From an optimization exercise on the open Yosys and OpenROAD flow, aimed at small area, a short achievable clock period and few clock cycles per item; shortcuts taken in it are not production practice. The RTL was checked by simulation tests, not by an equivalence proof against the original design.

run 4:
==> flow/design.v <==
`timescale 1ns/1ps
module ln_aes128 (
    input  wire         clk,
    input  wire         rst,       
    input  wire         start,     
    input  wire [127:0] key,
    input  wire [127:0] din,
    output wire         ready,
    output reg          done,      
    output wire [127:0] dout
);
    function [7:0] aes_sbox;
        input [7:0] x;
        reg U0, U1, U2, U3, U4, U5, U6, U7, T1, T2, T3, T4, T5, T6, T7, T8, T9, T10, T11, T12, T13, T14, T15, T16, T17, T18, T19, T20, T21, T22, T23, T24, T25, T26, T27, D, M1, M2, M3, M4, M5, M6, M7, M8, M9, M10, M11, M12, M13, M14, M15, M16, M17, M18, M19, M20, M21, M22, M23, M24, M25, M26, M27, M28, M29, M30, M31, M32, M33, M34, M35, M36, M37, M38, M39, M40, M41, M42, M43, M44, M45, M46, M47, M48, M49, M50, M51, M52, M53, M54, M55, M56, M57, M58, M59, M60, M61, M62, M63, L0, L1, L2, L3, L4, L5, L6, L7, L8, L9, L10, L11, L12, L13, L14, L15, L16, L17, L18, L19, L20, L21, L22, L23, L24, L25, L26, L27, L28, L29;
        begin
            U0 = x[7];
            U1 = x[6];
            U2 = x[5];
            U3 = x[4];
            U4 = x[3];
            U5 = x[2];
            U6 = x[1];
            U7 = x[0];
            T1 = U0^U3;
            T2 = U0^U5;
            T3 = U0^U6;
            T4 = U3^U5;
            T5 = U4^U6;
            T6 = T1^T5;
            T7 = U1^U2;
            T8 = U7^T6;
            T9 = U7^T7;
            T10 = T6^T7;
            T11 = U1^U5;
            T12 = U2^U5;
            T13 = T3^T4;
            T14 = T6^T11;
            T15 = T5^T11;
            T16 = T5^T12;
            T17 = T9^T16;
            T18 = U3^U7;
            T19 = T7^T18;
            T20 = T1^T19;
            T21 = U6^U7;
            T22 = T7^T21;
            T23 = T2^T22;
            T24 = T2^T10;
            T25 = T20^T17;
            T26 = T3^T16;
            T27 = T1^T12;
            D = U7;
            M1 = T13&T6;
            M2 = T23&T8;
            M3 = T14^M1;
            M4 = T19&D;
            M5 = M4^M1;
            M6 = T3&T16;
            M7 = T22&T9;
            M8 = T26^M6;
            M9 = T20&T17;
            M10 = M9^M6;
            M11 = T1&T15;
            M12 = T4&T27;
            M13 = M12^M11;
            M14 = T2&T10;
            M15 = M14^M11;
            M16 = M3^M2;
            M17 = M5^T24;
            M18 = M8^M7;
            M19 = M10^M15;
            M20 = M16^M13;
            M21 = M17^M15;
            M22 = M18^M13;
            M23 = M19^T25;
            M24 = M22^M23;
            M25 = M22&M20;
            M26 = M21^M25;
            M27 = M20^M21;
            M28 = M23^M25;
            M29 = M28&M27;
            M30 = M26&M24;
            M31 = M20&M23;
            M32 = M27&M31;
            M33 = M27^M25;
            M34 = M21&M22;
            M35 = M24&M34;
            M36 = M24^M25;
            M37 = M21^M29;
            M38 = M32^M33;
            M39 = M23^M30;
            M40 = M35^M36;
            M41 = M38^M40;
            M42 = M37^M39;
            M43 = M37^M38;
            M44 = M39^M40;
            M45 = M42^M41;
            M46 = M44&T6;
            M47 = M40&T8;
            M48 = M39&D;
            M49 = M43&T16;
            M50 = M38&T9;
            M51 = M37&T17;
            M52 = M42&T15;
            M53 = M45&T27;
            M54 = M41&T10;
            M55 = M44&T13;
            M56 = M40&T23;
            M57 = M39&T19;
            M58 = M43&T3;
            M59 = M38&T22;
            M60 = M37&T20;
            M61 = M42&T1;
            M62 = M45&T4;
            M63 = M41&T2;
            L0 = M61^M62;
            L1 = M50^M56;
            L2 = M46^M48;
            L3 = M47^M55;
            L4 = M54^M58;
            L5 = M49^M61;
            L6 = M62^L5;
            L7 = M46^L3;
            L8 = M51^M59;
            L9 = M52^M53;
            L10 = M53^L4;
            L11 = M60^L2;
            L12 = M48^M51;
            L13 = M50^L0;
            L14 = M52^M61;
            L15 = M55^L1;
            L16 = M56^L0;
            L17 = M57^L1;
            L18 = M58^L8;
            L19 = M63^L4;
            L20 = L0^L1;
            L21 = L1^L7;
            L22 = L3^L12;
            L23 = L18^L2;
            L24 = L15^L9;
            L25 = L6^L10;
            L26 = L7^L9;
            L27 = L8^L10;
            L28 = L11^L14;
            L29 = L11^L17;
            aes_sbox[7] = L6^L24;
            aes_sbox[6] = ~(L16^L26);
            aes_sbox[5] = ~(L19^L28);
            aes_sbox[4] = L6^L21;
            aes_sbox[3] = L20^L22;
            aes_sbox[2] = L25^L29;
            aes_sbox[1] = ~(L13^L27);
            aes_sbox[0] = ~(L6^L23);
        end
    endfunction
    function [7:0] xtime;
        input [7:0] a;
        xtime = {a[6:0], 1'b0} ^ (a[7] ? 8'h1b : 8'h00);
    endfunction
    reg  [127:0] state;    
    reg  [127:0] rkey;     
    reg  [3:0]   rnd;      
    wire         busy = (rnd != 4'd0);
    wire         last = (rnd == 4'd10);
    assign ready = !busy;
    assign dout  = state;
    reg [7:0] rcon;
    always @(*) begin
        case (rnd)
            4'd1:    rcon = 8'h01;
            4'd2:    rcon = 8'h02;
            4'd3:    rcon = 8'h04;
            4'd4:    rcon = 8'h08;
            4'd5:    rcon = 8'h10;
            4'd6:    rcon = 8'h20;
            4'd7:    rcon = 8'h40;
            4'd8:    rcon = 8'h80;
            4'd9:    rcon = 8'h1b;
            4'd10:   rcon = 8'h36;
            default: rcon = 8'h00;
        endcase
    end
    wire [31:0] kw0 = rkey[127:96], kw1 = rkey[95:64], kw2 = rkey[63:32], kw3 = rkey[31:0];
    wire [31:0] kt  = {aes_sbox(kw3[23:16]) ^ rcon, aes_sbox(kw3[15:8]),
                       aes_sbox(kw3[7:0]), aes_sbox(kw3[31:24])};
    wire [31:0] nk0 = kw0 ^ kt;
    wire [31:0] nk1 = kw1 ^ nk0;
    wire [31:0] nk2 = kw2 ^ nk1;
    wire [31:0] nk3 = kw3 ^ nk2;
    wire [127:0] rkey_d = busy ? {nk0, nk1, nk2, nk3} : key;
    wire [7:0] sb [0:15];
    genvar gi;
    generate
        for (gi = 0; gi < 16; gi = gi + 1) begin : g_sb
            assign sb[gi] = aes_sbox(state[127 - 8*(((gi/4 + gi%4) % 4)*4 + gi%4) -: 8]);
        end
    endgenerate
    wire [127:0] mc;
    generate
        for (gi = 0; gi < 4; gi = gi + 1) begin : g_mc
            wire [7:0] a0 = sb[4*gi], a1 = sb[4*gi+1], a2 = sb[4*gi+2], a3 = sb[4*gi+3];
            wire [7:0] t  = a0 ^ a1 ^ a2 ^ a3;
            wire [7:0] m  = {8{~last}};
            assign mc[127 - 32*gi      -: 8] = a0 ^ (m & (t ^ xtime(a0 ^ a1)));
            assign mc[127 - 32*gi - 8  -: 8] = a1 ^ (m & (t ^ xtime(a1 ^ a2)));
            assign mc[127 - 32*gi - 16 -: 8] = a2 ^ (m & (t ^ xtime(a2 ^ a3)));
            assign mc[127 - 32*gi - 24 -: 8] = a3 ^ (m & (t ^ xtime(a3 ^ a0)));
        end
    endgenerate
    wire [127:0] state_d = (busy ? mc : din) ^ rkey_d;
    always @(posedge clk) begin
        state <= state_d;
        rkey  <= rkey_d;
        if (rst) begin
            rnd  <= 4'd0;
            done <= 1'b0;
        end else begin
            done <= last;
            if (last)
                rnd <= 4'd0;
            else if (busy || start)
                rnd <= rnd + 4'd1;
        end
    end
endmodule
==> flow/config.mk <==
export PLATFORM = sky130hd
export DESIGN_NAME = ln_aes128
export DESIGN_NICKNAME = ln_aes128
export VERILOG_FILES = /design/flow/design.v
export SDC_FILE = /design/flow/constraint.sdc
export NUM_CORES = 4
export LEC_CHECK = 0
export CAP_MARGIN = 20
export CELL_PAD_IN_SITES_DETAIL_PLACEMENT = 1
export CELL_PAD_IN_SITES_GLOBAL_PLACEMENT = 2
export CORE_MARGIN = 2
export CORE_UTILIZATION = 50
export GPL_ROUTABILITY_DRIVEN = 1
export PLACE_DENSITY = 0.6
export SETUP_SLACK_MARGIN = 3.0
export SLEW_MARGIN = 20
==> flow/constraint.sdc <==
create_clock -name core_clock -period 10.0 [get_ports {clk}]
set_input_delay 2.0000 -clock core_clock [delete_from_list [all_inputs] [get_ports {clk}]]
set_output_delay 2.0000 -clock core_clock [all_outputs]
set_load 0.01 [all_outputs]
standard.sh (not shown) runs the stock make flow with config.mk's settings and CLKGATE_MAP_FILE= SYNTH_SCRIPT=/design/flow/synth_recipe.tcl, a recipe that flattens the netlist after the stock synthesis.
==> flow/flow/run.sh <==
#!/bin/bash
# Own layout flow: the standard layout (standard.sh), except that the
# technology mapping step of the standard synthesis runs ABC with the script
# in flow/map.abc instead of ORFS's abc_speed/abc_area script. Everything
# else (Yosys passes, flip-flop mapping, flattening, renaming, floorplan,
# placement, CTS, routing) is the standard flow unchanged.
set -euo pipefail
W=$(pwd)
# ORFS synth.tcl with only the ABC script swapped
sed -e "s#log_cmd abc {\*}\$abc_args#log_cmd abc -script $W/flow/map.abc {*}[lrange \$abc_args 2 end]#" \
    "$FLOW_HOME/scripts/synth.tcl" > "$W/synth_mod.tcl"
grep -q "flow/map.abc" "$W/synth_mod.tcl"
# synth_recipe.tcl with synth.tcl replaced by the copy above
sed -e "s#source \$::env(SCRIPTS_DIR)/synth.tcl#source $W/synth_mod.tcl#" \
    "$W/synth_recipe.tcl" > "$W/own_synth.tcl"
grep -q "synth_mod.tcl" "$W/own_synth.tcl"
# standard.sh with the synthesis script replaced
sed -e "s#SYNTH_SCRIPT=[^ ]*#SYNTH_SCRIPT=$W/own_synth.tcl#" "$W/standard.sh" > "$W/own_standard.sh"
grep -q "own_synth.tcl" "$W/own_standard.sh"
bash "$W/own_standard.sh" finish > "$W/flow_make.log" 2>&1
test -f "$W/out/final.def"
==> flow/flow/map.abc <==
strash; &get -n; &dch -f; &nf -R 1000; &put; topo; stime -c
Run 4: flow completed, timing, DRC and antenna clean
Testbench counts of run 4, summed over its fixed seeds: cycles 17,600, blocks 1,600.
Relative to run 4, the following input files were edited for run 1:
--- a/flow/design.v
+++ b/flow/design.v
@@ -178,37 +178,40 @@
             4'd10:   rcon = 8'h36;
             default: rcon = 8'h00;
         endcase
     end
     wire [31:0] kw0 = rkey[127:96], kw1 = rkey[95:64], kw2 = rkey[63:32], kw3 = rkey[31:0];
-    wire [31:0] kt  = {aes_sbox(kw3[23:16]) ^ rcon, aes_sbox(kw3[15:8]),
+    wire [31:0] kt  = {aes_sbox(kw3[23:16]), aes_sbox(kw3[15:8]),
                        aes_sbox(kw3[7:0]), aes_sbox(kw3[31:24])};
-    wire [31:0] nk0 = kw0 ^ kt;
-    wire [31:0] nk1 = kw1 ^ nk0;
-    wire [31:0] nk2 = kw2 ^ nk1;
-    wire [31:0] nk3 = kw3 ^ nk2;
-    wire [127:0] rkey_d = busy ? {nk0, nk1, nk2, nk3} : key;
-    wire [7:0] sb [0:15];
+    wire [31:0] kp0 = kw0 ^ {rcon, 24'h0};
+    wire [31:0] kp1 = kp0 ^ kw1;
+    wire [31:0] kp2 = kp1 ^ kw2;
+    wire [31:0] kp3 = kp2 ^ kw3;
+    wire [127:0] nk = {kp0 ^ kt, kp1 ^ kt, kp2 ^ kt, kp3 ^ kt};
+    wire [127:0] rkey_d = busy ? nk : key;
+    wire [127:0] sr;
     genvar gi;
     generate
         for (gi = 0; gi < 16; gi = gi + 1) begin : g_sb
-            assign sb[gi] = aes_sbox(state[127 - 8*(((gi/4 + gi%4) % 4)*4 + gi%4) -: 8]);
+            assign sr[127 - 8*gi -: 8] =
+                aes_sbox(state[127 - 8*(((gi/4 + gi%4) % 4)*4 + gi%4) -: 8]);
         end
     endgenerate
-    wire [127:0] mc;
+    wire [127:0] mix;
     generate
         for (gi = 0; gi < 4; gi = gi + 1) begin : g_mc
-            wire [7:0] a0 = sb[4*gi], a1 = sb[4*gi+1], a2 = sb[4*gi+2], a3 = sb[4*gi+3];
+            wire [7:0] a0 = sr[127 - 32*gi -: 8],      a1 = sr[127 - 32*gi - 8 -: 8];
+            wire [7:0] a2 = sr[127 - 32*gi - 16 -: 8], a3 = sr[127 - 32*gi - 24 -: 8];
             wire [7:0] t  = a0 ^ a1 ^ a2 ^ a3;
-            wire [7:0] m  = {8{~last}};
-            assign mc[127 - 32*gi      -: 8] = a0 ^ (m & (t ^ xtime(a0 ^ a1)));
-            assign mc[127 - 32*gi - 8  -: 8] = a1 ^ (m & (t ^ xtime(a1 ^ a2)));
-            assign mc[127 - 32*gi - 16 -: 8] = a2 ^ (m & (t ^ xtime(a2 ^ a3)));
-            assign mc[127 - 32*gi - 24 -: 8] = a3 ^ (m & (t ^ xtime(a3 ^ a0)));
+            assign mix[127 - 32*gi      -: 8] = t ^ xtime(a0 ^ a1);
+            assign mix[127 - 32*gi - 8  -: 8] = t ^ xtime(a1 ^ a2);
+            assign mix[127 - 32*gi - 16 -: 8] = t ^ xtime(a2 ^ a3);
+            assign mix[127 - 32*gi - 24 -: 8] = t ^ xtime(a3 ^ a0);
         end
     endgenerate
-    wire [127:0] state_d = (busy ? mc : din) ^ rkey_d;
+    wire         mix_en  = busy & !last;
+    wire [127:0] state_d = ((busy ? sr : din) ^ rkey_d) ^ (mix & {128{mix_en}});
     always @(posedge clk) begin
         state <= state_d;
         rkey  <= rkey_d;
         if (rst) begin
             rnd  <= 4'd0;
==> results.txt <==
Run 4 completed; timing, DRC and antenna clean. Run 1 finished all stages; the layout is clean. Run 1: layout inverter count without the clock tree lower than run 4. Run 1: total half-perimeter wirelength after legalization and detailed placement higher than run 4. Of run 1 and run 4, it is run 1 that has the higher biggest fanout along the worst timing path. Looking at final critical delay including setup and external delays across run 4 and run 1, the one that comes out lower is run 1. Run 4 and run 1 ended up with nearly the same final cell count without fillers. Per the comparison of run 1 with run 4, clock buffer instance count of the final layout dropped 3, routed length on met3 dropped 3000 um.
Testbench counts of run 1, summed over its fixed seeds: cycles 17,600, blocks 1,600.

==> afterwards: timing with drivers on the ports <==
How much do the figures lean on ideal ports? The routed layouts below were timed once more, with nothing changed but the port constraints.
Step 1 (the two cells are an assumption about what drives the block):
set clk [get_ports {clk}]
set_driving_cell -lib_cell sky130_fd_sc_hd__clkbuf_16 $clk
set_driving_cell -lib_cell sky130_fd_sc_hd__buf_2 [delete_from_list [all_inputs] $clk]
Step 2 adds t to the input delays and takes it off the output delays; t is the mean of the earliest and latest rising clock arrival at the registers after step 1. Input paths then give back, and output paths get back, about the clock's delay inside the block.
a / b / c = ideal / step 1 / step 2; a / b = the first two.
run | shift t [ns] | setup WS [ns] | slew at the worst register clock pin (ns)
run 4 | 0.631 | 2.949 / 2.949 / 2.949 | 0.07 / 0.07
run 1 | 0.631 | 3.199 / 3.199 / 3.199 | 0.07 / 0.07
After both steps every run listed still meets setup and hold.
